Source: an optimization exercise on an open RTL-to-GDS flow (aim: small area, a short achievable clock period and few clock cycles per item). Production flows keep margins and buffers that such runs may drop.
The RTL was checked by simulation tests, not by an equivalence proof against the original design.

<file path="flow/design.v">
module fab_align (
    input  wire [23:0] v,
    input  wire        fill,
    input  wire [5:0]  sa,
    output wire [47:0] u
);
    wire [47:0] s0 = {v, {24{fill}}};
    wire [47:0] s1 = sa[5] ? {{32{s0[47]}}, s0[47:32]} : s0;
    wire [47:0] s2 = sa[4] ? {{16{s1[47]}}, s1[47:16]} : s1;
    wire [47:0] s3 = sa[3] ? {{8{s2[47]}},  s2[47:8]}  : s2;
    wire [47:0] s4 = sa[2] ? {{4{s3[47]}},  s3[47:4]}  : s3;
    wire [47:0] s5 = sa[1] ? {{2{s4[47]}},  s4[47:2]}  : s4;
    assign      u  = sa[0] ? {s5[47], s5[47:1]}        : s5;
endmodule
module fab_round (
    input  wire [47:0] u,
    output wire [46:0] a
);
    wire [23:0] inc = u[24:1] + 24'd1;
    assign a = u[0] ? {{23{inc[23]}}, inc} : u[47:1];
endmodule
module fab_mul (
    input  wire [23:0] a,
    input  wire [23:0] b,
    output wire [47:0] ps,
    output wire [47:0] pc
);
    wire [24:0] bx = {b, 1'b0};
    wire [24:0] ax = {a[23], a};
    wire [47:0] row [0:13];
    genvar i;
    generate
        for (i = 0; i < 12; i = i + 1) begin : g_pp
            wire one = bx[2*i+1] ^ bx[2*i];
            wire two = (bx[2*i+2] & ~bx[2*i+1] & ~bx[2*i]) | (~bx[2*i+2] & bx[2*i+1] & bx[2*i]);
            wire neg = bx[2*i+2];
            wire [24:0] mag = ({25{one}} & ax) | ({25{two}} & {ax[23:0], 1'b0});
            wire [24:0] pp  = mag ^ {25{neg}};
            assign row[i] = {23'd0, ~pp[24], pp[23:0]} << (2 * i);
        end
    endgenerate
    function [47:0] negrow(input [24:0] bb);
        integer j;
        begin
            negrow = 48'd0;
            for (j = 0; j < 12; j = j + 1) negrow[2*j] = bb[2*j+2];
        end
    endfunction
    function [47:0] sconst(input integer dummy);
        integer j;
        begin
            sconst = 48'd0;
            for (j = 0; j < 12; j = j + 1) sconst = sconst - (48'd1 << (24 + 2 * j));
        end
    endfunction
    assign row[12] = negrow(bx);
    assign row[13] = sconst(0);
    function [95:0] csa(input [47:0] x, input [47:0] y, input [47:0] z);
        csa = {((x & y) | (x & z) | (y & z)) << 1, x ^ y ^ z};
    endfunction
    wire [95:0] l1a = csa(row[0], row[1], row[2]);
    wire [95:0] l1b = csa(row[3], row[4], row[5]);
    wire [95:0] l1c = csa(row[6], row[7], row[8]);
    wire [95:0] l1d = csa(row[9], row[10], row[11]);
    wire [95:0] l2a = csa(l1a[47:0], l1a[95:48], l1b[47:0]);
    wire [95:0] l2b = csa(l1b[95:48], l1c[47:0], l1c[95:48]);
    wire [95:0] l2c = csa(l1d[47:0], l1d[95:48], row[12]);
    wire [95:0] l3a = csa(l2a[47:0], l2a[95:48], l2b[47:0]);
    wire [95:0] l3b = csa(l2b[95:48], l2c[47:0], l2c[95:48]);
    wire [95:0] l4a = csa(l3a[47:0], l3a[95:48], l3b[47:0]);
    wire [95:0] l5a = csa(l4a[47:0], l4a[95:48], l3b[95:48]);
    wire [95:0] l6a = csa(l5a[47:0], l5a[95:48], row[13]);
    assign ps = l6a[47:0];
    assign pc = l6a[95:48];
endmodule
module fab_sat24 #(
    parameter W = 49
) (
    input  wire [W-1:0] v,
    output wire [23:0]  y,
    output wire         sat
);
    wire hi_ok = (v[W-1:23] == {(W-23){1'b0}});
    wire lo_ok = (v[W-1:23] == {(W-23){1'b1}});
    assign sat = ~(hi_ok | lo_ok);
    assign y   = sat ? {v[W-1], {23{~v[W-1]}}} : v[23:0];
endmodule
module fab_tile_alu (
    input  wire        clk,
    input  wire        rst,
    input  wire        in_valid,
    output wire        in_ready,
    input  wire [3:0]  kind,
    input  wire [3:0]  used,
    input  wire [23:0] x0,
    input  wire [23:0] x1,
    input  wire [23:0] x2,
    input  wire [23:0] x3,
    input  wire [4:0]  pt0,
    input  wire [4:0]  pt1,
    input  wire [4:0]  pt2,
    input  wire [4:0]  pt3,
    input  wire [4:0]  out_pt,
    input  wire [28:0] prm0,
    input  wire [28:0] prm1,
    input  wire [28:0] prm2,
    input  wire [23:0] y_prev,
    output reg         out_valid,
    output reg  [23:0] y,
    output reg         sat,
    output reg         pin
);
    localparam NSTEP = 4;                
    localparam NITER = 7;                
    localparam NB    = 25;               
    wire kSUM  = (kind == 4'h1);
    wire kGAIN = (kind == 4'h2);
    wire kMUL  = (kind == 4'h3);
    wire kLIM  = (kind == 4'h6);
    wire kMM   = (kind == 4'h7);
    wire kSEL  = (kind == 4'h8);
    wire kCMP  = (kind == 4'h9);
    wire kREC  = (kind == 4'hB);
    wire [23:0] xw0 = used[0] ? x0 : 24'd0;
    wire [23:0] xw1 = used[1] ? x1 : 24'd0;
    wire [23:0] xw2 = used[2] ? x2 : 24'd0;
    wire [23:0] xw3 = used[3] ? x3 : 24'd0;
    wire [23:0] P0  = prm0[23:0];
    wire lim_lo_p = kLIM & ~used[1];
    wire lim_hi_p = kLIM & ~used[2];
    wire rec_bad  = ~used[0] | x0[23] | (x0 == 24'd0);
    reg         r1_v;
    reg  [23:0] r1_s0, r1_s1, r1_s2, r1_s3;
    reg  [4:0]  r1_t0, r1_f0, r1_f1, r1_f2, r1_f3, r1_q, r1_pc;
    reg  [6:0]  r1_e1;
    reg  [4:0]  r1_lz;
    reg         r1_ex0, r1_ex1, r1_ex2, r1_ex3;
    reg  [7:0]  r1_sg;
    reg  [3:0]  r1_used;
    reg         r1_mx, r1_selp, r1_fill;
    reg         r1_SUM, r1_GAIN, r1_PROD, r1_LIM, r1_MM, r1_SEL, r1_CMP, r1_RECB, r1_REC;
    reg  [23:0] r1_S;
    reg         rdy;
    assign in_ready = rdy;
    wire acc = in_valid & rdy;
    always @(posedge clk) begin
        r1_s0 <= kREC ? (P0 ^ {24{P0[23]}}) : (kCMP ? xw1 : xw0);
        r1_s1 <= (kGAIN | lim_lo_p) ? P0 : ((kREC | kCMP) ? xw0 : xw1);
        r1_s2 <= kCMP ? P0 : (lim_hi_p ? prm1[23:0] : xw2);
        r1_s3 <= (kLIM | kCMP) ? y_prev : xw3;
        r1_t0 <= kCMP ? pt0 : out_pt;
        r1_f0 <= kCMP ? pt1 : pt0;
        r1_f1 <= pt1; r1_f2 <= pt2; r1_f3 <= pt3;
        r1_q  <= out_pt; r1_pc <= prm0[28:24];
        r1_e1 <= {2'b0, out_pt} + {2'b0, pt0} - {2'b0, prm0[28:24]} + 7'd1;
        r1_lz <= lzc23(x0[22:0]);
        r1_ex0 <= 1'b0;
        r1_ex1 <= lim_lo_p | kCMP;
        r1_ex2 <= lim_hi_p | kCMP;
        r1_ex3 <= kLIM | kCMP;
        r1_sg  <= kSUM ? prm0[7:0] : 8'd0;
        r1_used <= used;
        r1_mx  <= prm0[0];
        r1_selp <= (xw2 != 24'd0);
        r1_fill <= kREC & P0[23];
        r1_SUM <= kSUM; r1_GAIN <= kGAIN; r1_PROD <= kGAIN | kMUL; r1_LIM <= kLIM;
        r1_MM <= kMM; r1_SEL <= kSEL; r1_CMP <= kCMP;
        r1_RECB <= kREC & rec_bad; r1_REC <= kREC & ~rec_bad;
        r1_S <= prm2[23:0];
    end
    function [5:0] sa_of(input [4:0] t, input [4:0] f, input ex);
        sa_of = ex ? 6'd23 : (6'd23 - {1'b0, t} + {1'b0, f});
    endfunction
    function [4:0] lzc23(input [22:0] v);
        integer j;
        begin
            lzc23 = 5'd22;
            for (j = 0; j < 23; j = j + 1)
                if (v[j]) lzc23 = 5'd22 - j[4:0];
        end
    endfunction
    wire [4:0]  lz     = r1_lz;
    wire [22:0] dn     = r1_s1[22:0] << lz;
    wire [7:0]  e1     = {r1_e1[6], r1_e1} + {3'b0, lz};
    wire        e1_48  = ~e1[7] & (e1[6:0] > 7'd48);
    wire        e1_24  = ~e1[7] & (e1[6:0] > 7'd24) & ~e1_48;
    wire [5:0]  sa_rec = e1_48 ? (6'd8 - e1[5:0]) : (e1_24 ? (6'd48 - e1[5:0]) : (6'd24 - e1[5:0]));
    wire [5:0] sa0 = r1_REC ? sa_rec : sa_of(r1_t0, r1_f0, r1_ex0);
    wire [5:0] sa1 = sa_of(r1_q, r1_f1, r1_ex1);
    wire [5:0] sa2 = sa_of(r1_q, r1_f2, r1_ex2);
    wire [5:0] sa3 = sa_of(r1_q, r1_f3, r1_ex3);
    wire [47:0] u0, u1, u2, u3;
    wire [46:0] a0, a1, a2, a3;
    fab_align al0 (.v(r1_s0), .fill(r1_fill), .sa(sa0), .u(u0));
    fab_align al1 (.v(r1_s1), .fill(1'b0),    .sa(sa1), .u(u1));
    fab_align al2 (.v(r1_s2), .fill(1'b0),    .sa(sa2), .u(u2));
    fab_align al3 (.v(r1_s3), .fill(1'b0),    .sa(sa3), .u(u3));
    fab_round rd0 (.u(u0), .a(a0));
    fab_round rd1 (.u(u1), .a(a1));
    fab_round rd2 (.u(u2), .a(a2));
    fab_round rd3 (.u(u3), .a(a3));
    wire [47:0] prod_s, prod_c;
    fab_mul u_mul (.a(r1_s0), .b(r1_s1), .ps(prod_s), .pc(prod_c));
    wire [6:0]  spp = 7'd23 - {2'b0, r1_q} + {2'b0, r1_f0} + {2'b0, (r1_GAIN ? r1_pc : r1_f1)};
    wire [24:0] cm_a = {r1_s1[23], r1_s1} - {r1_s2[23], r1_s2};
    wire [24:0] cm_b = {r1_s1[23], r1_s1} + {r1_s2[23], r1_s2};
    wire [25:0] slo  = {{2{r1_s3[23]}}, r1_s3} - {2'b0, r1_S};
    wire [25:0] shi  = {{2{r1_s3[23]}}, r1_s3} + {2'b0, r1_S};
    reg         r2_v;
    reg  [46:0] r2_a0, r2_a1, r2_a2, r2_a3;
    reg  [47:0] r2_ps, r2_pc;
    reg  [6:0]  r2_spp;
    reg  [25:0] r2_shi;
    reg         r2_snz;
    reg  [7:0]  r2_sg;
    reg  [3:0]  r2_used;
    reg         r2_mx, r2_selp;
    reg         r2_SUM, r2_PROD, r2_LIM, r2_MM, r2_SEL, r2_CMP, r2_RECB;
    always @(posedge clk) begin
        r2_a0 <= a0;
        r2_a1 <= r1_CMP ? {{22{cm_a[24]}}, cm_a} : a1;
        r2_a2 <= r1_CMP ? {{22{cm_b[24]}}, cm_b} : a2;
        r2_a3 <= r1_LIM ? {{21{slo[25]}}, slo} : a3;
        r2_ps <= prod_s;
        r2_pc <= prod_c;
        r2_spp <= spp;
        r2_shi <= shi;
        r2_snz <= (r1_S != 24'd0);
        r2_sg <= r1_sg;
        r2_used <= r1_used;
        r2_mx <= r1_mx;
        r2_selp <= r1_selp;
        r2_SUM <= r1_SUM; r2_PROD <= r1_PROD; r2_LIM <= r1_LIM; r2_MM <= r1_MM;
        r2_SEL <= r1_SEL; r2_CMP <= r1_CMP; r2_RECB <= r1_RECB;
    end
    function [48:0] term(input [46:0] a, input [1:0] c);
        case (c)
            2'b01:   term = {{2{a[46]}}, a};
            2'b11:   term = ~{{2{a[46]}}, a};
            default: term = 49'd0;
        endcase
    endfunction
    wire [48:0] sum = term(r2_a0, r2_sg[1:0]) + term(r2_a1, r2_sg[3:2])
                    + term(r2_a2, r2_sg[5:4]) + term(r2_a3, r2_sg[7:6])
                    + (r2_sg[1:0] == 2'b11) + (r2_sg[3:2] == 2'b11)
                    + (r2_sg[5:4] == 2'b11) + (r2_sg[7:6] == 2'b11);
    wire L   = $signed(r2_a1) > $signed(r2_a0);
    wire H   = $signed(r2_a0) > $signed(r2_a2);
    wire M   = $signed(r2_a1) > $signed(r2_a2);
    wire E   = (r2_a0 == r2_a2);
    wire G32 = $signed(r2_a3) > $signed(r2_a2);
    wire selA = ~r2_used[0] | (r2_used[1] & (L ~^ r2_mx));
    wire selB = ~r2_used[2] | (r2_used[3] & (G32 ~^ r2_mx));
    wire [46:0] wA = selA ? r2_a1 : r2_a0;
    wire [46:0] wB = selB ? r2_a3 : r2_a2;
    wire uA = r2_used[0] | r2_used[1];
    wire uB = r2_used[2] | r2_used[3];
    wire gtBA  = $signed(wB) > $signed(wA);
    wire selAB = ~uA | (uB & (gtBA ~^ r2_mx));
    wire [46:0] mm = (uA | uB) ? (selAB ? wB : wA) : 47'd0;
    wire [46:0] sel_v = r2_selp ? r2_a1 : r2_a0;
    wire sel_hi = (~L & H) | (L & M);
    wire sel_lo = L & ~M;
    wire [46:0] c2 = sel_hi ? r2_a2 : (sel_lo ? r2_a1 : r2_a0);
    wire pin1 = (~L & H) | (L & (~M | ~E));
    wire c_lo = r2_snz & ($signed(c2) < $signed(r2_a3));
    wire c_hi = r2_snz & ($signed(c2) > $signed({{21{r2_shi[25]}}, r2_shi}));
    wire [46:0] c3 = c_lo ? r2_a3 : (c_hi ? {{21{r2_shi[25]}}, r2_shi} : c2);
    wire l_pin = pin1 | c_lo | c_hi;
    wire [23:0] cmp_y = L ? 24'h7F_FFFF : (H ? 24'h00_0000 : r2_a3[23:0]);
    wire [47:0] r2_prod = r2_ps + r2_pc;
    wire signed [71:0] psh = $signed({r2_prod, 24'd0}) >>> r2_spp;
    wire        p_ovf = ~((psh[71:25] == {47{1'b0}}) | (psh[71:25] == {47{1'b1}}));
    wire [26:0] p_r   = {psh[25], psh[25:0]} + 27'd1;
    wire [25:0] p_rr  = p_r[26:1];
    wire        p_sat = p_ovf | ~((p_rr[25:23] == 3'b000) | (p_rr[25:23] == 3'b111));
    wire [23:0] p_y   = p_sat ? {r2_prod[47], {23{~r2_prod[47]}}} : p_rr[23:0];
    reg  [48:0] wres;
    always @(*) begin
        if (r2_SUM)      wres = sum;
        else if (r2_LIM) wres = {{2{c3[46]}}, c3};
        else if (r2_MM)  wres = {{2{mm[46]}}, mm};
        else             wres = {{2{sel_v[46]}}, sel_v};
    end
    wire [23:0] w_y;
    wire        w_sat;
    fab_sat24 #(.W(49)) u_sat (.v(wres), .y(w_y), .sat(w_sat));
    reg  [23:0] o_y;
    reg         o_sat;
    always @(*) begin
        if (r2_SUM | r2_LIM | r2_MM | r2_SEL) begin
            o_y = w_y; o_sat = w_sat;
        end else if (r2_PROD) begin
            o_y = p_y; o_sat = p_sat;
        end else if (r2_CMP) begin
            o_y = cmp_y; o_sat = 1'b0;
        end else if (r2_RECB) begin
            o_y = 24'h7F_FFFF; o_sat = 1'b1;
        end else begin
            o_y = 24'd0; o_sat = 1'b0;
        end
    end
    wire [47:0] dv_w  = e1_48 ? {48{r1_fill}} : (e1_24 ? {u0[23:0], {24{r1_fill}}} : u0);
    wire        dv_bg = (e1_24 & (u0[47:24] != 24'd0)) | (e1_48 & ((u0 != 48'd0) | r1_fill));
    reg  [22:0] dv_d;
    reg  [25:0] dv_ws, dv_wc;
    reg  [NB-1:0] dv_qp, dv_qn;
    reg  [1:0]  dv_dig;      
    reg         dv_sgn, dv_big;
    reg         dv_it, dv_first;
    reg  [3:0]  dv_cnt;
    function [1:0] qsel(input [3:0] s, input [3:0] c);
        reg [3:0] est;
        begin
            est  = s + c;
            qsel = {~est[3], est[3] & ~(&est[2:0])};      
        end
    endfunction
    function [2*26+2*NB+1:0] sstep(input [25:0] ws, input [25:0] wc, input [NB-1:0] qp,
                           input [NB-1:0] qn, input qpos, input qneg, input [22:0] d);
        reg [25:0] ys, yc, t, tp, tn;
        reg [1:0]  cp, c0, cn, qn2;
        begin
            ys = {ws[24:0], qp[NB-1]};
            yc = {wc[24:0], qpos};
            tp = ~{3'b0, d};
            tn = {3'b0, d};
            t  = qpos ? tp : (qneg ? tn : 26'd0);
            cp = qsel((ys[24:21] ^ yc[24:21] ^ tp[24:21]),
                      ((ys[23:20] & yc[23:20]) | (ys[23:20] & tp[23:20]) | (yc[23:20] & tp[23:20])));
            cn = qsel((ys[24:21] ^ yc[24:21] ^ tn[24:21]),
                      ((ys[23:20] & yc[23:20]) | (ys[23:20] & tn[23:20]) | (yc[23:20] & tn[23:20])));
            c0 = qsel((ys[24:21] ^ yc[24:21]), (ys[23:20] & yc[23:20]));
            qn2 = qpos ? cp : (qneg ? cn : c0);
            sstep = {ys ^ yc ^ t, ((ys & yc) | (ys & t) | (yc & t)) << 1,
                     qp[NB-2:0], qpos, qn[NB-2:0], qneg, qn2};
        end
    endfunction
    reg  [25:0] st_ws [0:NSTEP];
    reg  [25:0] st_wc [0:NSTEP];
    reg  [NB-1:0] st_qp [0:NSTEP];
    reg  [NB-1:0] st_qn [0:NSTEP];
    reg  [1:0]  st_d  [0:NSTEP];
    integer k;
    always @(*) begin
        st_ws[0] = dv_ws; st_wc[0] = dv_wc; st_qp[0] = dv_qp; st_qn[0] = dv_qn;
        st_d[0] = dv_dig;
        for (k = 0; k < NSTEP; k = k + 1)
            {st_ws[k+1], st_wc[k+1], st_qp[k+1], st_qn[k+1], st_d[k+1]} =
                sstep(st_ws[k], st_wc[k], st_qp[k], st_qn[k], st_d[k][1], st_d[k][0], dv_d);
    end
    wire        dv_ovf = dv_big | (dv_ws[22:0] >= dv_d);
    wire [25:0] dv_rem   = st_ws[1] + st_wc[1];
    wire        wneg   = dv_rem[25];
    wire [NB+1:0] fx   = {2'b0, dv_sgn ? st_qn[1] : st_qp[1]};
    wire [NB+1:0] fy   = {2'b0, dv_sgn ? st_qp[1] : st_qn[1]};
    wire [NB+1:0] fb1  = fx - fy;
    wire [NB+1:0] fb2  = fx - fy + 1'b1;
    wire [NB+1:0] fb   = (dv_sgn == wneg) ? fb2 : fb1;
    wire [25:0] g_r    = fb[26:1];
    wire        g_sat = ~((g_r[25:23] == 3'b000) | (g_r[25:23] == 3'b111));
    wire [23:0] g_y   = g_sat ? {dv_sgn, {23{~dv_sgn}}} : g_r[23:0];
    wire dv_load = r1_v & r1_REC;
    always @(posedge clk) begin
        if (rst) begin
            r1_v      <= 1'b0;
            r2_v      <= 1'b0;
            rdy       <= 1'b1;
            dv_it     <= 1'b0;
            out_valid <= 1'b0;
        end else begin
            r1_v      <= acc;
            r2_v      <= r1_v & ~r1_REC;
            out_valid <= 1'b0;
            if (acc & kREC & ~rec_bad) rdy <= 1'b0;
            if (r2_v) begin
                y         <= o_y;
                sat       <= o_sat;
                pin       <= r2_LIM & l_pin;
                out_valid <= 1'b1;
            end
            if (dv_it) begin
                dv_first <= 1'b0;
                dv_cnt   <= dv_cnt - 4'd1;
                if (dv_cnt == 4'd2) rdy <= 1'b1;
                if (dv_first & dv_ovf) begin
                    dv_it     <= 1'b0;
                    y         <= {dv_sgn, {23{~dv_sgn}}};
                    sat       <= 1'b1;
                    pin       <= 1'b0;
                    out_valid <= 1'b1;
                    rdy       <= 1'b1;
                end else if (dv_cnt == 4'd0) begin
                    dv_it     <= 1'b0;
                    y         <= g_y;
                    sat       <= g_sat;
                    pin       <= 1'b0;
                    out_valid <= 1'b1;
                end
            end
            if (dv_load) begin
                dv_it    <= 1'b1;
                dv_first <= 1'b1;
                dv_cnt   <= NITER - 1;
            end
        end
    end
    always @(posedge clk) begin
        if (dv_load) begin
            dv_d   <= dn;
            dv_ws  <= {{(NB-22){1'b0}}, dv_w[47:NB]};
            dv_wc  <= 26'd0;
            dv_qp  <= dv_w[NB-1:0];
            dv_qn  <= {NB{1'b0}};
            dv_dig <= 2'b10;         
            dv_sgn <= r1_fill;
            dv_big <= dv_bg;
        end else if (dv_it) begin
            dv_ws <= st_ws[NSTEP];
            dv_wc <= st_wc[NSTEP];
            dv_qp <= st_qp[NSTEP];
            dv_qn <= st_qn[NSTEP];
            dv_dig <= st_d[NSTEP];
        end
    end
endmodule
</file>
<file path="flow/flow/run.sh">
#!/bin/bash
set -euo pipefail
bash standard.sh SETUP_SLACK_MARGIN=15 finish > standard_finish.log 2>&1
</file>
<file path="flow/constraint.sdc">
create_clock -name core_clock -period 22.0 [get_ports {clk}]
set_input_delay 4.4000 -clock core_clock [delete_from_list [all_inputs] [get_ports {clk}]]
set_output_delay 4.4000 -clock core_clock [all_outputs]
set_load 0.01 [all_outputs]
</file>
<file path="flow/config.mk">
export PLATFORM = sky130hd
export DESIGN_NAME = fab_tile_alu
export DESIGN_NICKNAME = fab_tile_alu
export VERILOG_FILES = /design/flow/design.v
export SDC_FILE = /design/flow/constraint.sdc
export NUM_CORES = 4
export LEC_CHECK = 0
export ABC_AREA = 1
export CAP_MARGIN = 40
export CORE_MARGIN = 2
export CORE_UTILIZATION = 35
export PLACE_DENSITY = 0.5
export SETUP_SLACK_MARGIN = 0.8
export SLEW_MARGIN = 40
</file>
<file path="flow/standard.sh">
#!/bin/bash
# synth_recipe.tcl (not shown) runs the flow's synth.tcl, then flattens the netlist and writes it again
# the make line also repeats each setting of config.mk as NAME=value (left out here)
make -C /OpenROAD-flow-scripts/flow DESIGN_CONFIG=/design/flow/config.mk WORK_HOME=/design/flow/orfs CLKGATE_MAP_FILE= SYNTH_SCRIPT=/design/flow/synth_recipe.tcl "${@:-finish}"
</file>
==> summary.txt, run 1 <==
status=complete, no violations; Post-synth EDFFs=104; Clock Tree Root=clkbuf_16; total global-route track usage=0.303; clk_skew=0.0608 ns; final worst path period share=0.355; Worst-path clk slew=0.06 ns; Die Wd=515 um; drt pass-1 iters=7; path depth of the worst reg2reg path=41; Avg Cell Area, Syn=6.59 um^2; Hold-fix buffers, CTS=0; CP most frequent cell=nand2_1; Post-synth top flop=dfxtp_1; Num CTS Buffers=91; RePlAce Congestion=1.00; H-tree lvl count=3; Yosys top cell area share=0.130; post-layout minimum cycle time=7.80 ns; syn nets=15460; Hold Path Class=flip-flop to flip-flop; YS warnings=7; RSZ-0062 raised after global routing=yes; post-synth top area cell=nand2_1; Rows=187; die area=265000 um^2; Worst EP required=22.52 ns; largest net degree at the start of global routing=100; IO Pins=271; hold path start=r1_selp$_DFF_P_; share of post-route cells with drive strength above 1=0.0872; reg2reg end=y[6]$_DFFE_PN_; Max Buffers Root-to-Sink=3; Syn Std Cell Area=91400 um^2; Post-DP HPWL=325 mm; final wirelength=417 mm; cell count after synthesis=13864; Critical Path Fanout Max=46; Clock Sinks=689; Post-synth top cells=nand2_1 (3171), inv_1 (1879), o21ai_0 (1548); Hold EP=r2_selp$_DFF_P_; Routed Antenna Nets=0; Crit Reg-Reg Startpoint=r2_a2[28]$_DFF_P_; core area=260000 um^2; Worst path depth=41; Worst Max-Slew Pin Slew=1.11 ns; register area share after synthesis=0.162; DR WL/cell=24.0 um; Starting Density=0.352; share of flip-flops with an asynchronous set or reset=0; family with the most delay on the worst path=simple AND/OR/NAND/NOR gates; worst rel slew slack=0.255; initial antenna violation count=42; GRT overflow=0; setup_tns=0 ns; layout net count=15483; crit path DAT=8.33 ns; clock latency at the later pin of the worst-skew pair=0.81 ns; DRC Markers=0; total of max-cap violations=0; crit end category=flip-flop; reg2reg setup slack=14.20 ns; final hold vios=0; Die Ht=515 um; via count=95911; hold path depth=0; vias in the first global route=87679; number of I/O port buffers=260; most frequent cell after synthesis=nand2_1; Worst Path Buf+Inv=7; Crit Path Class=flip-flop to flip-flop; Max Fclk=128 MHz; number of library cell types mapped by synthesis=81; top post-synthesis cells by area=nand2_1 (13%), dfxtp_1 (13%), ha_1 (12%); CP Launch Type=flip-flop; Vias/cell=5.52; CP max stage delay=0.56 ns; Max Slew Vio Count=0; initial DRC count=10876; CP max-delay cell=o21ai_0; P&R area growth vs syn=14.9%; CTS tree=yes; Final setup violation count=0; first-pass GRT wire length=599 mm; register bit total from synthesis=689
placed cells by master (no fill, tap or decap), drive strengths merged, types with 6 or more instances in the layout:
cell | Yosys | routed
a211oi | 31 | 31
a21boi | 9 | 9
a21o | 20 | 20
a21oi | 800 | 800
a22oi | 26 | 26
a31oi | 98 | 98
a32o | 11 | 11
and2 | 15 | 15
and3 | 6 | 6
buf | 195 | 352
bufbuf | 0 | 8
clkbuf | 520 | 130
clkdlybuf4s50 | 0 | 259
clkinv | 26 | 55
clkinvlp | 0 | 33
dfxtp | 585 | 585
diode | 0 | 14
edfxtp | 104 | 104
fa | 457 | 457
ha | 896 | 896
inv | 1918 | 1902
mux2i | 104 | 104
nand2 | 3189 | 3198
nand3 | 713 | 716
nand3b | 17 | 17
nand4 | 125 | 125
nor2 | 803 | 803
nor3 | 88 | 88
nor4 | 47 | 47
o211ai | 185 | 185
o21a | 26 | 26
o21ai | 1763 | 1763
o21bai | 25 | 25
o221ai | 43 | 43
o22ai | 368 | 368
o31ai | 27 | 27
o41ai | 7 | 7
or2 | 62 | 62
xnor2 | 55 | 55
xor2 | 457 | 457
layer usage:
layer | part of all wire | global-route usage | vias to the layer above
met1 | 0.46 | 0.446 | 45103
met3 | 0.10 | 0.0701 | 668
met4 | 0.038 | 0.0936 | 18
li1 | - | - | 46040
met5 | 0.00030 | 0 | -
met2 | 0.40 | 0.429 | 4082
sequential cells by signal, indices dropped and copies added, names as in the netlist, 8 cells and up:
| signal | flops |
|---|---|
| r2_pc | 43 |
| r2_a3 | 47 |
| dv_qn | 24 |
| dv_qp | 25 |
| dv_ws | 25 |
| r2_a2 | 47 |
| r2_a0 | 47 |
| r2_shi | 26 |
| r2_a1 | 47 |
| dv_d | 23 |
| r2_sg | 8 |
| r1_s1 | 24 |
| r1_sg | 8 |
| r1_s3 | 24 |
| r1_S | 24 |
| dv_wc | 24 |
| r1_s0 | 24 |
| r1_s2 | 24 |
| r2_ps | 48 |
| y | 24 |
through the flow:
step	hold slack (ns)	cell area (um^2)	util	cells	worst slack, ns
after global placement	0.311	97100	0.374	17007	10.53
after CTS	0.327	103000	0.398	17297	14.40
after detailed placement	0.315	97200	0.374	17010	10.64
after floorplan	0.310	91400	-	13864	15.19
final	0.325	105000	0.404	17377	14.20
after global routing	0.331	105000	0.404	17364	14.01
area by class of cell:
type                    instances  area [um^2]
clock buffers                 122         2580
repair inverters                6         40.0
well taps                    3402         4260
multi-input cells           10528        68800
inverters                    1944         7450
fillers                     28029       155000
flip-flops and latches        689        15000
clock inverters                45          557
repair buffers                627         6330
diodes                         14         35.0
kinds of logic (layout without fill, tap and decap cells):
kind of cell             count (synthesis)  in the layout  synth area share
AND/OR/NAND/NOR                       5071           5083             0.231
adder cells (fa/ha/maj)               1353           1353             0.223
other                                    0             14                 0
buffers and inverters                 2659           2744             0.111
AO/OA/AOI/OAI                         3473           3473             0.212
multiplexers                           107            107            0.0118
flip-flops                             689            689             0.162
XOR/XNOR                               512            512            0.0491
repair_timing:
item	CTS	global route
setup endpoints to repair	173	149
gates resized for setup	467	263
gates cloned	29	11
pin swaps	100	111
setup buffers	91	55
how the worst max path moves through the flow:
stage / startpoint / endpoint / slack (ns)
4_1_cts: r2_a2[30]$_DFF_P_ / y[6]$_DFFE_PN_ / 14.40
6_report: r2_a2[28]$_DFF_P_ / y[6]$_DFFE_PN_ / 14.20
3_3_place_gp: r2_a2[28]$_DFF_P_ / y[6]$_DFFE_PN_ / 10.53
2_1_floorplan: dv_d[21]$_DFFE_PP_ / dv_ws[12]$_DFFE_PN_ / 15.19
3_5_place_dp: r2_a0[46]$_DFF_P_ / y[8]$_DFFE_PN_ / 10.64
5_1_grt: r2_a2[28]$_DFF_P_ / y[6]$_DFFE_PN_ / 14.01
Testbench counts, summed over its fixed seeds: cycles 8,136, items 6,400.
==> inputs of run 2 (changes only) <==
--- a/flow/design.v
+++ b/flow/design.v
@@ -264,6 +264,7 @@
     wire [46:0] c2 = sel_hi ? r2_a2 : (sel_lo ? r2_a1 : r2_a0);
     wire pin1 = (~L & H) | (L & (~M | ~E));
-    wire c_lo = r2_snz & ($signed(c2) < $signed(r2_a3));
-    wire c_hi = r2_snz & ($signed(c2) > $signed({{21{r2_shi[25]}}, r2_shi}));
+    wire c2_fit = (c2[46:25] == {22{1'b0}}) | (c2[46:25] == {22{1'b1}});
+    wire c_lo = r2_snz & (c2_fit ? ($signed(c2[25:0]) < $signed(r2_a3[25:0])) : c2[46]);
+    wire c_hi = r2_snz & (c2_fit ? ($signed(c2[25:0]) > $signed(r2_shi)) : ~c2[46]);
     wire [46:0] c3 = c_lo ? r2_a3 : (c_hi ? {{21{r2_shi[25]}}, r2_shi} : c2);
     wire l_pin = pin1 | c_lo | c_hi;
==> run 2 against run 1 <==
Die area fell by 1.4%. Largest cell class unchanged. Global-route usage fell by 1.1 points. Synthesized area fell by 1.5%. Still clean on timing, DRC and antenna. Hold slack got worse by 0.00063 ns. Cell count fell by 0.53%.
==> summary.txt, run 2 <==
status=complete, no violations; vias in the first global route=85734; number of library cell types mapped by synthesis=77; crit end category=flip-flop; Num CTS Buffers=89; Fillers=27663; crit path DAT=7.95 ns; Post-synth EDFFs=104; Placement Setup Slack=11.45 ns; total of max-cap violations=0; top post-synthesis cells by area=nand2_1 (13%), dfxtp_1 (13%), ha_1 (12%); CP Launch Type=flip-flop; post-synth top area cell=nand2_1; wl on met1=186 mm; Max Fclk=135 MHz; Avg Cell Area, Syn=6.57 um^2; share of flip-flops with an asynchronous set or reset=0; via count=93687; Syn Std Cell Area=90100 um^2; Compound-Gate Fraction of Synth Area=0.209; final hold vios=0; Critical Path Fanout Max=7; final wirelength=399 mm; largest reg by FF count=r2_ps; Worst Path Buf+Inv=5; Yosys top cell area share=0.133; reg2reg setup slack=14.57 ns; register bit total from synthesis=689; core area=256000 um^2; total global-route track usage=0.292; CTS tree=yes; H-tree lvl count=3; Die Ht=511 um; Storage cell area=15100 um^2; Die Wd=511 um; wire length on met2=156 mm; CP max stage delay=0.52 ns; max reg flops=48; most frequent cell after synthesis=nand2_1; final worst slack=14.57 ns; xor and xnor area share after synthesis=0.0500; die area=261000 um^2; Crit Path Class=flip-flop to flip-flop; IO Pins=271; leading cell type in the layout, fill and taps excluded=nand2_1; setup_tns=0 ns; Worst-path clk slew=0.07 ns; Vias/cell=5.42; top layer in use=met5; Post-DP HPWL=308 mm; largest net degree at the start of global routing=104; Post-synth top cells=nand2_1 (3203), inv_1 (1871), o21ai_0 (1631); YS warnings=7; post-layout minimum cycle time=7.43 ns; largest family of logic cells by synthesized area=simple AND/OR/NAND/NOR gates; DR WL/cell=23.1 um; worst hold slack=0.324 ns; initial DRC count=10572; worst rel slew slack=0.327; clock latency at the later pin of the worst-skew pair=0.77 ns; Worst Max-Slew Pin Slew=0.998 ns; layout net count=15344; multi-input logic area=68200 um^2; Clock Tree Root=clkbuf_16; most frequent cells in the layout=nand2_1 (3063), inv_1 (1809), o21ai_0 (1512); Routed Antenna Nets=0; register area share after synthesis=0.165; Rows=186; Hold-fix buffers, CTS=0; Max Slew Vio Count=0; syn nets=15261; CP most frequent cell=nand2_1; post-synthesis simple-gate area fraction=0.231; clk_skew=0.0670 ns; Max Buffers Root-to-Sink=3; final worst path period share=0.338; family with the most delay on the worst path=simple AND/OR/NAND/NOR gates; mux contribution to synthesized area=0.0132; DRC Markers=0; number of I/O port buffers=260; first-pass GRT wire length=577 mm; P&R area growth vs syn=16.6%; cell count after synthesis=13707; Post-synth top flop=dfxtp_1; Worst EP required=22.51 ns; metal3 WL=40.8 mm; RSZ-0062 raised after global routing=yes; share of post-route cells with drive strength above 1=0.101; drt pass-1 iters=6; CP max-delay cell=dfxtp_4; initial antenna violation count=32; RePlAce Congestion=1.03; Clock Sinks=689; Starting Density=0.351; fraction of the mapped netlist area in adder cells=0.220; Final setup violation count=0; Hold Path Class=flip-flop to flip-flop; GRT overflow=0
[run 2: cell types whose count changed after synthesis, moves of 18 or more]
cell	change
a31oi_1	-38
o211ai_1	-92
nand4_1	-33
nand2_1	+32
o21ai_0	+83
ha_1	-42
o21ai_1	-60
nand3_1	+19
clkbuf_1	+19
o221ai_1	+18
buf_2	-19
or2_2	-18
[run 2: logic make-up after synthesis]
family	Yosys count
multiplexers	118
AO/OA/AOI/OAI	3388
buffers and inverters	2636
XOR/XNOR	513
adder cells (fa/ha/maj)	1311
AND/OR/NAND/NOR	5052
flip-flops	689
[run 2: area by class of cell]
type / count / area share
timing repair buffer: 682 / 0.0653
multi-input combinational: 10396 / 0.649
antenna: 37 / 0.000882
inverter: 1925 / 0.0706
clock buffer: 109 / 0.0229
clock inverter: 56 / 0.00646
sequential: 689 / 0.144
timing repair inverter: 7 / 0.000465
tap: 3384 / 0.0403
[run 2: final timing paths]
| path | start | endpoint | cells after the start |
|---|---|---|---|
| max | r2_a2[11]$_DFF_P_ | y[21]$_DFFE_PN_ | 55 |
| min | r1_SUM$_DFF_P_ | r2_SUM$_DFF_P_ | 0 |
| max reg2reg | r2_a2[11]$_DFF_P_ | y[21]$_DFFE_PN_ | 55 |
| min reg2reg | r1_SUM$_DFF_P_ | r2_SUM$_DFF_P_ | 0 |
[run 2: routing by layer]
layer / vias up / GRT usage
met2: 3899 / 0.407
met1: 43604 / 0.430
met3: 648 / 0.0692
met4: 16 / 0.105
li1: 45520 / -
met5: - / 0.00840
[run 2: stage by stage]
stage	cell area (um^2)	util	std cells
after floorplan	90100	-	13707
after global placement	95700	0.373	16832
after detailed placement	95800	0.373	16833
after CTS	102000	0.398	17121
after global routing	105000	0.409	17271
final	105000	0.410	17285
[run 2: what timing repair did]
action,CTS,global route
pin swaps,89,177
resized for setup,503,466
setup buffers,92,115
endpoints found under the setup margin,184,157
gates cloned,31,12
[run 2: worst reg2reg max path: cells and delay by family, from the launching register on]
family / cells / cell delay [ns]
simple gates: 41 / 4.20
compound gates: 7 / 1.12
buf+inv: 5 / 0.77
fa+ha+maj: 2 / 0.58
flops: 1 / 0.52
Testbench counts of run 2, summed over its fixed seeds: cycles 8,136, items 6,400.
==> inputs of run 3 (changes only) <==
--- a/flow/design.v
+++ b/flow/design.v
@@ -207,4 +207,11 @@
     wire [25:0] slo  = {{2{r1_s3[23]}}, r1_s3} - {2'b0, r1_S};
     wire [25:0] shi  = {{2{r1_s3[23]}}, r1_s3} + {2'b0, r1_S};
+    function [46:0] term47(input [46:0] a, input [1:0] c);
+        case (c)
+            2'b01:   term47 = a;
+            2'b11:   term47 = ~a;
+            default: term47 = 47'd0;
+        endcase
+    endfunction
     reg         r2_v;
     reg  [46:0] r2_a0, r2_a1, r2_a2, r2_a3;
@@ -218,8 +225,8 @@
     reg         r2_SUM, r2_PROD, r2_LIM, r2_MM, r2_SEL, r2_CMP, r2_RECB;
     always @(posedge clk) begin
-        r2_a0 <= a0;
-        r2_a1 <= r1_CMP ? {{22{cm_a[24]}}, cm_a} : a1;
-        r2_a2 <= r1_CMP ? {{22{cm_b[24]}}, cm_b} : a2;
-        r2_a3 <= r1_LIM ? {{21{slo[25]}}, slo} : a3;
+        r2_a0 <= r1_SUM ? term47(a0, r1_sg[1:0]) : a0;
+        r2_a1 <= r1_SUM ? term47(a1, r1_sg[3:2]) : (r1_CMP ? {{22{cm_a[24]}}, cm_a} : a1);
+        r2_a2 <= r1_SUM ? term47(a2, r1_sg[5:4]) : (r1_CMP ? {{22{cm_b[24]}}, cm_b} : a2);
+        r2_a3 <= r1_SUM ? term47(a3, r1_sg[7:6]) : (r1_LIM ? {{21{slo[25]}}, slo} : a3);
         r2_ps <= prod_s;
         r2_pc <= prod_c;
@@ -234,13 +241,6 @@
         r2_SEL <= r1_SEL; r2_CMP <= r1_CMP; r2_RECB <= r1_RECB;
     end
-    function [48:0] term(input [46:0] a, input [1:0] c);
-        case (c)
-            2'b01:   term = {{2{a[46]}}, a};
-            2'b11:   term = ~{{2{a[46]}}, a};
-            default: term = 49'd0;
-        endcase
-    endfunction
-    wire [48:0] sum = term(r2_a0, r2_sg[1:0]) + term(r2_a1, r2_sg[3:2])
-                    + term(r2_a2, r2_sg[5:4]) + term(r2_a3, r2_sg[7:6])
+    wire [48:0] sum = {{2{r2_a0[46]}}, r2_a0} + {{2{r2_a1[46]}}, r2_a1}
+                    + {{2{r2_a2[46]}}, r2_a2} + {{2{r2_a3[46]}}, r2_a3}
                     + (r2_sg[1:0] == 2'b11) + (r2_sg[3:2] == 2'b11)
                     + (r2_sg[5:4] == 2'b11) + (r2_sg[7:6] == 2'b11);
@@ -250,22 +250,39 @@
     wire E   = (r2_a0 == r2_a2);
     wire G32 = $signed(r2_a3) > $signed(r2_a2);
+    wire N30 = $signed(r2_a3) > $signed(r2_a0);
+    wire N31 = $signed(r2_a3) > $signed(r2_a1);
     wire selA = ~r2_used[0] | (r2_used[1] & (L ~^ r2_mx));
     wire selB = ~r2_used[2] | (r2_used[3] & (G32 ~^ r2_mx));
-    wire [46:0] wA = selA ? r2_a1 : r2_a0;
-    wire [46:0] wB = selB ? r2_a3 : r2_a2;
     wire uA = r2_used[0] | r2_used[1];
     wire uB = r2_used[2] | r2_used[3];
-    wire gtBA  = $signed(wB) > $signed(wA);
+    wire gtBA  = selB ? (selA ? N31 : N30) : (selA ? ~M : ~H);
     wire selAB = ~uA | (uB & (gtBA ~^ r2_mx));
-    wire [46:0] mm = (uA | uB) ? (selAB ? wB : wA) : 47'd0;
+    wire m0 = (uA | uB) & ~selAB & ~selA;
+    wire m1 = (uA | uB) & ~selAB & selA;
+    wire m2 = (uA | uB) & selAB & ~selB;
+    wire m3 = (uA | uB) & selAB & selB;
+    wire [46:0] mm = ({47{m0}} & r2_a0) | ({47{m1}} & r2_a1) | ({47{m2}} & r2_a2) | ({47{m3}} & r2_a3);
     wire [46:0] sel_v = r2_selp ? r2_a1 : r2_a0;
+    function [1:0] slew_cmp(input [46:0] x, input [25:0] lo, input [25:0] hi);
+        reg fit;
+        begin
+            fit = (x[46:25] == {22{1'b0}}) | (x[46:25] == {22{1'b1}});
+            slew_cmp = fit ? {($signed(x[25:0]) < $signed(lo)), ($signed(x[25:0]) > $signed(hi))}
+                           : {x[46], ~x[46]};
+        end
+    endfunction
+    wire [1:0] k0 = slew_cmp(r2_a0, r2_a3[25:0], r2_shi);
+    wire [1:0] k1 = slew_cmp(r2_a1, r2_a3[25:0], r2_shi);
+    wire [1:0] k2 = slew_cmp(r2_a2, r2_a3[25:0], r2_shi);
     wire sel_hi = (~L & H) | (L & M);
     wire sel_lo = L & ~M;
-    wire [46:0] c2 = sel_hi ? r2_a2 : (sel_lo ? r2_a1 : r2_a0);
+    wire [1:0] kc = sel_hi ? k2 : (sel_lo ? k1 : k0);
     wire pin1 = (~L & H) | (L & (~M | ~E));
-    wire c2_fit = (c2[46:25] == {22{1'b0}}) | (c2[46:25] == {22{1'b1}});
-    wire c_lo = r2_snz & (c2_fit ? ($signed(c2[25:0]) < $signed(r2_a3[25:0])) : c2[46]);
-    wire c_hi = r2_snz & (c2_fit ? ($signed(c2[25:0]) > $signed(r2_shi)) : ~c2[46]);
-    wire [46:0] c3 = c_lo ? r2_a3 : (c_hi ? {{21{r2_shi[25]}}, r2_shi} : c2);
+    wire c_lo = r2_snz & kc[1];
+    wire c_hi = r2_snz & kc[0];
+    wire l_c2 = ~c_lo & ~c_hi;
+    wire [46:0] c3 = ({47{l_c2 & sel_hi}} & r2_a2) | ({47{l_c2 & sel_lo}} & r2_a1)
+                   | ({47{l_c2 & ~sel_hi & ~sel_lo}} & r2_a0)
+                   | ({47{c_lo}} & r2_a3) | ({47{c_hi}} & {{21{r2_shi[25]}}, r2_shi});
     wire l_pin = pin1 | c_lo | c_hi;
     wire [23:0] cmp_y = L ? 24'h7F_FFFF : (H ? 24'h00_0000 : r2_a3[23:0]);
==> run 3 against run 2 <==
Still clean on timing, DRC and antenna. Cell area up 3.4%. Clock skew grew 0.076 ns. Cell count is 8.5% higher. Register-to-register slack gained 0.41 ns. First-iteration DRC count is 8.4% higher. Worst setup slack improved by 0.41 ns. Count of clock-buffer cells in the layout grew 8. Sequential share of layout area fell by 0.65 points. Non-clock buffer count is 153 lower. Largest cell class unchanged.
==> summary.txt, run 3 <==
status=complete, no violations; mux contribution to synthesized area=0.00887; layout net count=16671; Post-synth top cells=nand2_1 (3718), inv_1 (1872), o21ai_0 (1515); number of I/O port buffers=260; Worst-path clk slew=0.06 ns; top post-synthesis cells by area=nand2_1 (14%), ha_1 (13%), dfxtp_1 (12%); drt pass-1 iters=9; share of post-route cells with drive strength above 1=0.0599; Starting Density=0.352; share of flip-flops with an asynchronous set or reset=0; path depth of the worst reg2reg path=34; Clock Sinks=689; syn nets=16770; crit end category=flip-flop; core area=277000 um^2; most frequent cells in the layout=nand2_1 (3657), inv_1 (1846), o21ai_0 (1475); Hold Path Class=flip-flop to flip-flop; Num CTS Buffers=92; number of library cell types mapped by synthesis=79; YS warnings=7; reg2reg end=y[18]$_DFFE_PN_; DRC Markers=0; post-synth top area cell=nand2_1; Worst Max-Slew Pin Slew=1.07 ns; RSZ-0062 raised after global routing=yes; Crit. Startpoint=r2_a3[6]$_DFF_P_; die area=283000 um^2; Crit Reg-Reg Startpoint=r2_a3[6]$_DFF_P_; Worst EP required=22.54 ns; CP Launch Type=flip-flop; Compound-Gate Fraction of Synth Area=0.187; final hold vios=0; CTS tree=yes; worst hold slack=0.329 ns; register bit total from synthesis=689; CP max-delay cell=dfxtp_1; H-tree lvl count=3; Crit Path Class=flip-flop to flip-flop; Non-Filler Instances=18752; wire length on met2=184 mm; Max Buffers Root-to-Sink=4; post-synthesis simple-gate area fraction=0.273; cell count after synthesis=15063; via count=103758; Clock Tree Root=clkbuf_16; placed insts=18484; clock latency at the later pin of the worst-skew pair=0.88 ns; initial antenna violation count=35; DR WL/cell=24.4 um; Routed Antenna Nets=0; Fillers=30647; top layer in use=met5; max reg flops=48; crit path DAT=7.56 ns; Vias/cell=5.53; leading cell type in the layout, fill and taps excluded=nand2_1; P&R area growth vs syn=11.4%; xor and xnor area share after synthesis=0.0502; Post-synth EDFFs=104; post-layout minimum cycle time=7.02 ns; register area share after synthesis=0.152; initial DRC count=11465; total of max-cap violations=0; setup_tns=0 ns; IO Pins=271; clk_skew=0.143 ns; metal3 WL=43.4 mm; CP most frequent cell=nand2_1; total global-route track usage=0.310; RePlAce Congestion=1.07; Post-synth top flop=dfxtp_1; GRT overflow=0; final worst path period share=0.319; largest net degree at the start of global routing=145; Die Wd=532 um; Critical Path Fanout Max=21; Hold-fix buffers, CTS=0; vias in the first global route=95249; Die Ht=532 um; Post-DP HPWL=363 mm; Yosys top cell area share=0.143; fraction of the mapped netlist area in adder cells=0.223; Final setup violation count=0; Syn Std Cell Area=97500 um^2; worst rel slew slack=0.288; largest reg by FF count=r2_ps; final wirelength=457 mm; Max Fclk=142 MHz; wl on met1=207 mm; CP max stage delay=0.87 ns; most frequent cell after synthesis=nand2_1; first-pass GRT wire length=657 mm; Avg Cell Area, Syn=6.47 um^2; Max Slew Vio Count=0; CP endpoint=y[18]$_DFFE_PN_; reg2reg setup slack=14.98 ns; largest family of logic cells by synthesized area=simple AND/OR/NAND/NOR gates; Rows=193
run 3: cell families after synthesis:
kind of cell    Yosys count
simple gates           6324
xor+xnor                558
flops                   689
fa+ha+maj              1464
compound gates         3277
buf+inv                2665
mux                      86
run 3: worst max-delay path: cells and delay by family, from the launching register on:
kind	cells	cell delay [ns]
and+or+nand+nor	26	3.88
adders and majority gates	1	0.27
DFF	1	0.87
AOI/OAI and AO/OA	3	0.51
buffers and inverters	4	1.07
run 3: worst min path at each step:
stage	startpoint	to	slack [ns]	depth (start not counted)
5_1_grt	r1_SEL$_DFF_P_	r2_SEL$_DFF_P_	0.33	0
6_report	r1_MM$_DFF_P_	r2_MM$_DFF_P_	0.33	0
2_1_floorplan	r1_MM$_DFF_P_	r2_MM$_DFF_P_	0.31	0
3_3_place_gp	r1_mx$_DFF_P_	r2_mx$_DFF_P_	0.31	0
3_5_place_dp	r1_mx$_DFF_P_	r2_mx$_DFF_P_	0.32	0
4_1_cts	r1_MM$_DFF_P_	r2_MM$_DFF_P_	0.33	0
run 3: repair_timing:
| action | in CTS | in global routing |
|---|---|---|
| gates resized for setup | 169 | 167 |
| endpoints found under the setup margin | 207 | 184 |
| pin swaps | 25 | 35 |
| gates cloned | 9 | 7 |
| buffers inserted | 27 | 44 |
run 3: per-layer routing:
layer,vias up,track usage
li1,49765,-
met1,48908,0.446
met2,4369,0.446
met3,712,0.0598
met4,4,0.129
met5,-,0
run 3: layout make-up:
type,count,area (um^2),area share
Multi-Input combinational cell,11721,73700,0.678
Sequential cell,689,14900,0.138
Inverter,1930,7330,0.0675
Clock buffer,117,2570,0.0236
Timing Repair inverter,1,8.76,0.0000806
Clock inverter,48,523,0.00482
Timing Repair Buffer,529,4890,0.0450
Tap cell,3705,4640,0.0427
Antenna cell,12,30.0,0.000277
run 3: metrics by stage:
| stage | setup slack (ns) | utilization | area [um^2] |
|---|---|---|---|
| 6_report | 14.98 | 0.392 | 109000 |
| 2_1_floorplan | 15.26 | - | 97500 |
| 4_1_cts | 15.01 | 0.388 | 107000 |
| 5_1_grt | 14.96 | 0.392 | 109000 |
| 3_5_place_dp | 13.02 | 0.374 | 103000 |
| 3_3_place_gp | 12.68 | 0.373 | 103000 |
Testbench counts of run 3, summed over its fixed seeds: cycles 8,136, items 6,400.
==> inputs of run 4 (changes only) <==
==> flow/flow/run.sh (replaced) <==
#!/bin/bash
set -euo pipefail
bash standard.sh SETUP_SLACK_MARGIN=15.6 finish > standard_finish.log 2>&1
==> run 4 against run 3 <==
Critical endpoint is now y[21]$_DFFE_PN_. Core utilization up 1.1 points. Cell area up 2.7%.
==> summary.txt, run 4 <==
status=complete, no violations; Clock Tree Root=clkbuf_16; setup_tns=0 ns; top post-synthesis cells by area=nand2_1 (14%), ha_1 (13%), dfxtp_1 (12%); cell count after synthesis=15063; Clock Sinks=689; Crit Reg-Reg Startpoint=r2_a0[33]$_DFF_P_; share of post-route cells with drive strength above 1=0.0865; die area=283000 um^2; H-tree lvl count=3; layout net count=16779; post-synth top area cell=nand2_1; CTS tree=yes; vias in the first global route=96223; core area=277000 um^2; number of I/O port buffers=260; Hold Path Class=flip-flop to flip-flop; register bit total from synthesis=689; clock latency at the later pin of the worst-skew pair=0.86 ns; largest net degree at the start of global routing=102; register area share after synthesis=0.152; most frequent cell after synthesis=nand2_1; reg2reg setup slack=15.46 ns; Rows=193; RePlAce Congestion=1.05; Critical Path Fanout Max=20; CP Launch Type=flip-flop; Hold EP=r2_mx$_DFF_P_; CP most frequent cell=nand2_1; initial antenna violation count=38; Worst EP required=22.66 ns; Final setup violation count=0; via count=104499; YS warnings=7; post-layout minimum cycle time=6.54 ns; crit end category=flip-flop; final wirelength=463 mm; Max Buffers Root-to-Sink=4; Die Ht=532 um; worst rel slew slack=0.285; Vias/cell=5.54; total global-route track usage=0.313; Post-DP HPWL=365 mm; Max Fclk=153 MHz; leading cell type in the layout, fill and taps excluded=nand2_1; Worst Max-Slew Pin Slew=1.06 ns; Syn Std Cell Area=97500 um^2; total of max-cap violations=0; syn nets=16770; number of library cell types mapped by synthesis=79; Crit. Startpoint=r2_a0[33]$_DFF_P_; Yosys top cell area share=0.143; DR WL/cell=24.6 um; CP max-delay cell=dfxtp_1; Post-synth EDFFs=104; final worst path period share=0.297; Avg Cell Area, Syn=6.47 um^2; clk_skew=0.0886 ns; Die Wd=532 um; final hold vios=0; CP max stage delay=0.57 ns; Crit Path Class=flip-flop to flip-flop; crit path DAT=7.20 ns; drt pass-1 iters=6; Post-synth top flop=dfxtp_1; Num CTS Buffers=94; hold path start=r1_mx$_DFF_P_; first-pass GRT wire length=663 mm; path depth of the worst reg2reg path=35; Routed Antenna Nets=0; largest reg by FF count=r2_ps; max reg flops=48; Starting Density=0.352; share of flip-flops with an asynchronous set or reset=0; RSZ-0062 raised after global routing=yes; hold path depth=0; Worst-path clk slew=0.09 ns; most frequent cells in the layout=nand2_1 (3580), inv_1 (1822), o21ai_0 (1407); IO Pins=271; worst hold slack=0.301 ns; Post-synth top cells=nand2_1 (3718), inv_1 (1872), o21ai_0 (1515); initial DRC count=11976; DRC Markers=0; reg2reg end=y[21]$_DFFE_PN_; Fillers=30214; GRT overflow=0; P&R area growth vs syn=14.4%; Max Slew Vio Count=0
run 4: changes by cell type in the layout (fill, tap and decap cells not counted), sizes merged:
cell | previous run | this run
clkbuf | 121 | 126
diode | 12 | 8
dlymetal6s2s | 0 | 1
bufinv | 8 | 9
nand2 | 3761 | 3765
bufbuf | 0 | 1
o21ai | 1631 | 1632
buf | 267 | 357
clkinvlp | 16 | 22
inv | 1893 | 1902
nand3 | 1204 | 1208
clkinv | 62 | 49
run 4: metrics by stage:
stage                     worst slack [ns]  cells  cell area, um^2   util
after floorplan                      15.61  15063            97500      -
after global placement               12.92  18496           103000  0.374
after detailed placement             13.49  18500           104000  0.374
after CTS                            15.50  18747           109000  0.394
after global routing                 15.35  18854           112000  0.403
final                                15.46  18857           112000  0.403
run 4: cell families after synthesis:
group,count (synthesis),share of synthesized area
compound gates,3277,0.187
simple gates,6324,0.273
fa+ha+maj,1464,0.223
flops,689,0.152
xor+xnor,558,0.0502
mux,86,0.00887
buf+inv,2665,0.105
run 4: final cells by class:
cell class,count,area [um^2],share of cell area
Tap cell,3705,4640,0.0416
Antenna cell,8,20.0,0.000179
Timing Repair Buffer,622,5930,0.0532
Sequential cell,689,15000,0.134
Inverter,1930,7420,0.0665
Timing Repair inverter,5,37.5,0.000336
Clock inverter,47,531,0.00476
Multi-Input combinational cell,11730,75400,0.676
Clock buffer,121,2620,0.0234
run 4: timing repair:
item,CTS,global route
resized for setup,412,463
pin swaps,96,187
setup buffers,58,87
endpoints found under the setup margin,298,304
gates cloned,21,13
hold buffers,0,0
run 4: worst max-delay path by stage:
stage | to | slack (ns) | depth (start not counted)
global route | dv_ws[21]$_DFFE_PN_ | 15.35 | 28
floorplan | dv_ws[11]$_DFFE_PN_ | 15.61 | 29
detailed placement | y[18]$_DFFE_PN_ | 13.49 | 41
global placement | r1_s3[5]$_DFF_P_ | 12.92 | 14
finish | y[21]$_DFFE_PN_ | 15.46 | 35
CTS | y[18]$_DFFE_PN_ | 15.50 | 41
run 4: metal layers:
layer / vias to the layer above / GRT usage / routed length [um]
met2: 4535 / 0.451 / 187000
met4: 8 / 0.128 / 22400
met1: 49205 / 0.449 / 209000
met5: - / 0 / 91
met3: 728 / 0.0631 / 44400
li1: 50023 / - / -
run 4: worst max-delay path: cells and delay by family, from the launching register on:
kind	cells	cell delay, ns
and+or+nand+nor	26	3.74
buffers and inverters	8	1.61
DFF	1	0.57
adders and majority gates	1	0.35

## separate check: timing with driven ports
Ports are ideal in the flow. The routed layouts listed here were re-timed in OpenROAD.
Step 1, drivers: a clkbuf_16 drives clk and a buf_2 each remaining input, both assumed.
Step 2 adds t to the input delays and takes it off the output delays; t is the mean of the earliest and latest rising clock arrival at the registers after step 1. Input paths then give back, and output paths get back, about the clock's delay inside the block.
a / b / c = ideal / step 1 / step 2; a / b = the first two.
| run | t, ns | setup WS [ns] | hold slack, ns | worst setup path after step 2 | latest minus earliest clock arrival (ns) |
|---|---|---|---|---|---|
| run 1 | 0.872 | 14.199 / 14.199 / 14.199 | 0.325 / 0.325 / 0.325 | register to register | 0.068 / 0.068 |
| run 2 | 0.844 | 14.566 / 14.566 / 14.308 | 0.324 / 0.324 / 0.324 | input to register | 0.069 / 0.069 |
| run 3 | 0.915 | 14.977 / 14.977 / 14.069 | 0.329 / 0.329 / 0.329 | input to register | 0.146 / 0.146 |
| run 4 | 0.922 | 15.459 / 15.459 / 14.634 | 0.301 / 0.301 / 0.301 | input to register | 0.092 / 0.091 |
After both steps every run listed still meets setup and hold. For run 3, which loses most, drivers alone change the setup slack by 0.000 ns; drivers and shift together by -0.908 ns.
